From an optimization exercise on the open Yosys and OpenROAD flow, aimed at small area, a short achievable clock period and few clock cycles per item; shortcuts taken in it are not production practice.
The RTL was checked by simulation tests, not by an equivalence proof against the original design.

## rev 12
## limiter
module limiter (
    input  wire        clk,
    input  wire        rst,
    input  wire [5:0]  la,         
    input  wire        in_valid,
    output wire        in_ready,
    input  wire [31:0] x,          
    input  wire [30:0] thr,        
    input  wire [30:0] k,          
    output wire        out_valid,
    input  wire        out_ready,
    output wire [31:0] y,          
    output wire [28:0] gr          
);
export LEC_CHECK = 0
export CAP_MARGIN = 20
export CORE_MARGIN = 2
export CORE_UTILIZATION = 40
export CTS_BUF_LIST = sky130_fd_sc_hd__clkbuf_4 sky130_fd_sc_hd__clkbuf_8
export SETUP_SLACK_MARGIN = 4.0
export SLEW_MARGIN = 20
create_clock -name core_clock -period 13.0 [get_ports {clk}]
run.sh (not shown) runs the stock make flow with config.mk's settings and CLKGATE_MAP_FILE= SYNTH_SCRIPT=/design/flow/synth_recipe.tcl, a recipe that flattens the netlist after the stock synthesis.
Testbench counts of rev 12, summed over its fixed seeds: cycles 12,836, items 12,000.
Edits applied to the flow inputs when going from rev 12 to rev 13:
--- a/flow/design.v
+++ b/flow/design.v
@@ -86,49 +86,51 @@
     wire [31:0] nt3 = z4  ? {nt2[27:0], 4'd0} : nt2;
     wire        z2  = ~|na3[31:30];
     wire [31:0] na4 = z2  ? {na3[29:0], 2'd0} : na3;
     wire [31:0] nt4 = z2  ? {nt3[29:0], 2'd0} : nt3;
     wire        z1  = ~na4[31];
     wire [31:0] na5 = z1  ? {na4[30:0], 1'd0} : na4;
     wire [31:0] nt5 = z1  ? {nt4[30:0], 1'd0} : nt4;
     reg         i_v, i_big;
-    reg  [31:0] i_x, i_an, i_bn;
+    reg  [5:0]  i_x;             
+    reg  [31:0] i_an, i_bn;
     reg  [30:0] i_k;
     always @(posedge clk) begin
         if (rst)
             i_v <= 1'b0;
         else if (pipe_adv)
             i_v <= in_valid;
         if (pipe_adv) begin
-            i_x   <= x;
+            i_x   <= {x[31], z16, z8, z4, z2, z1};
             i_k   <= k;
             i_big <= ax_in > {1'b0, thr};
             i_bn  <= na5;
             i_an  <= nt5;
         end
     end
     wire        rv  [0:28];
-    wire [31:0] rx  [0:28];
+    wire [5:0]  rx  [0:28];
     wire [30:0] rk  [0:28];
     wire        rbg [0:28];
     wire [31:0] rbn [0:28];
     wire [34:0] rs  [0:28];
     wire [34:0] rc  [0:28];
     wire [27:0] rqp [0:28];
     wire [27:0] rqn [0:28];
     wire [28:0] rQ  [0:28];
     wire [28:0] rQM [0:28];
     wire [27:0] rDP [0:28];
     wire [27:0] rDN [0:28];
     genvar gi;
     generate
         for (gi = 0; gi < 28; gi = gi + 1) begin : row
             wire        v_i, bg_i;
-            wire [31:0] x_i, bn_i;
+            wire [5:0]  x_i;
+            wire [31:0] bn_i;
             wire [30:0] k_i;
             wire [34:0] s_i, c_i;
             wire [27:0] qp_i, qn_i;
             wire [28:0] Q_i, QM_i;
             wire [27:0] dp_i, dn_i;
             if (gi == 0) begin : first
                 assign v_i = i_v; assign x_i = i_x; assign k_i = i_k; assign bg_i = i_big;
                 assign bn_i = i_bn; assign s_i = {3'b000, i_an}; assign c_i = 35'd0;
@@ -143,17 +145,18 @@
                 wire [28:0] dd   = {1'b0, rDP[gi]} - {1'b0, rDN[gi]};
                 wire [28:0] dlo  = dd & (UO - 29'd1);
                 wire [28:0] base = dd[28] ? rQM[gi] : rQ[gi];
                 wire [28:0] cq   = base | dlo;
                 wire [28:0] cqm  = (dd == 29'd0) ? (rQM[gi] | (UO - UN)) : (base | (dlo - UN));
                 reg  [28:0] Q_q;
                 reg  [27:0] dp_q, dn_q;
                 reg        v_q, bg_q;
-                reg [31:0] x_q, bn_q;
+                reg [5:0]  x_q;
+                reg [31:0] bn_q;
                 reg [30:0] k_q;
                 reg [34:0] s_q, c_q;
                 always @(posedge clk) begin
                     if (rst)
                         v_q <= 1'b0;
                     else if (pipe_adv)
                         v_q <= rv[gi];
                     if (pipe_adv) begin
@@ -230,28 +233,30 @@
     wire [34:0] wfin = rs[28] + rc[28];
     wire        wneg = wfin[34];
     wire [28:0] fd   = {1'b0, rqp[28]} - {1'b0, rqn[28]};
     wire [28:0] flo  = fd & (UOE - 29'd1);
     wire [28:0] fbas = fd[28] ? eqm : eq;
     wire [28:0] fq   = fbas | flo;
     wire [28:0] fqm  = (fd == 29'd0) ? (eqm | (UOE - 29'd1)) : (fbas | (flo - 29'd1));
     wire [28:0] gn_d = rbg[28] ? {1'b0, (wneg ? fqm[27:0] : fq[27:0])} : ONE;
+    wire [31:0] x_mag = rbn[28] >> rx[28][4:0];
+    wire [31:0] x_rec = rx[28][5] ? 32'd0 - x_mag : x_mag;
     reg         p_v, p_bg;
     reg  [31:0] p_x;
     reg  [30:0] p_k;
     reg  [31:0] p_kp;            
     reg  [28:0] p_gn;
     always @(posedge clk) begin
         if (rst)
             p_v <= 1'b0;
         else if (pipe_adv)
             p_v <= rv[28];
         if (pipe_adv) begin
-            p_x   <= rx[28];
+            p_x   <= x_rec;
             p_k   <= rk[28];
             p_kp  <= 32'h8000_0000 - {1'b0, rk[28]};
             p_bg  <= rbg[28];
             p_gn  <= gn_d;
         end
     end
     reg  [28:0] g, s, t;
     reg  [5:0]  h;
--- outcome ---
Going from rev 12 to rev 13, number of signal-net buffers in the layout increased 88, cell row count fell 0.40%, final critical delay including setup and external delays has increased. Per the comparison of rev 13 with rev 12, maximum operating frequency lost 0.81%; wire length of the first global-routing pass lost about 0.54%; global-route usage lost 0.16 points; critical path depth picked up an extra 8.6%. Diff rev 12 -> rev 13 | multi-input gate area in the final layout | up by a few percent. Side by side, filler-free cell count of the finished design turned out higher in rev 13 than in rev 12.
Testbench counts of rev 13, summed over its fixed seeds: cycles 12,836, items 12,000.

==> re-timing with driven ports <==
The results above use ideal ports. As a check the final layouts listed here were re-extracted and re-timed, cells and wires unchanged. Step 1, drivers: a clkbuf_16 drives clk and a buf_2 each remaining input, both assumed. Step 2 also shifts input and output timing later by t, the mid clock arrival at the registers, as if the neighbouring blocks saw the same clock. Three values: ideal, step 1, step 2; two values: the first two.
run	t (ns)	setup slack, ns	pins driven straight from the clock port
rev 12	1.189	4.248 / 4.248 / 3.492	1
rev 13	1.238	4.177 / 4.177 / 3.359	1
After both steps every run listed still meets setup and hold. For rev 13, which loses most, drivers alone change the setup slack by 0.000 ns; drivers and shift together by -0.818 ns.
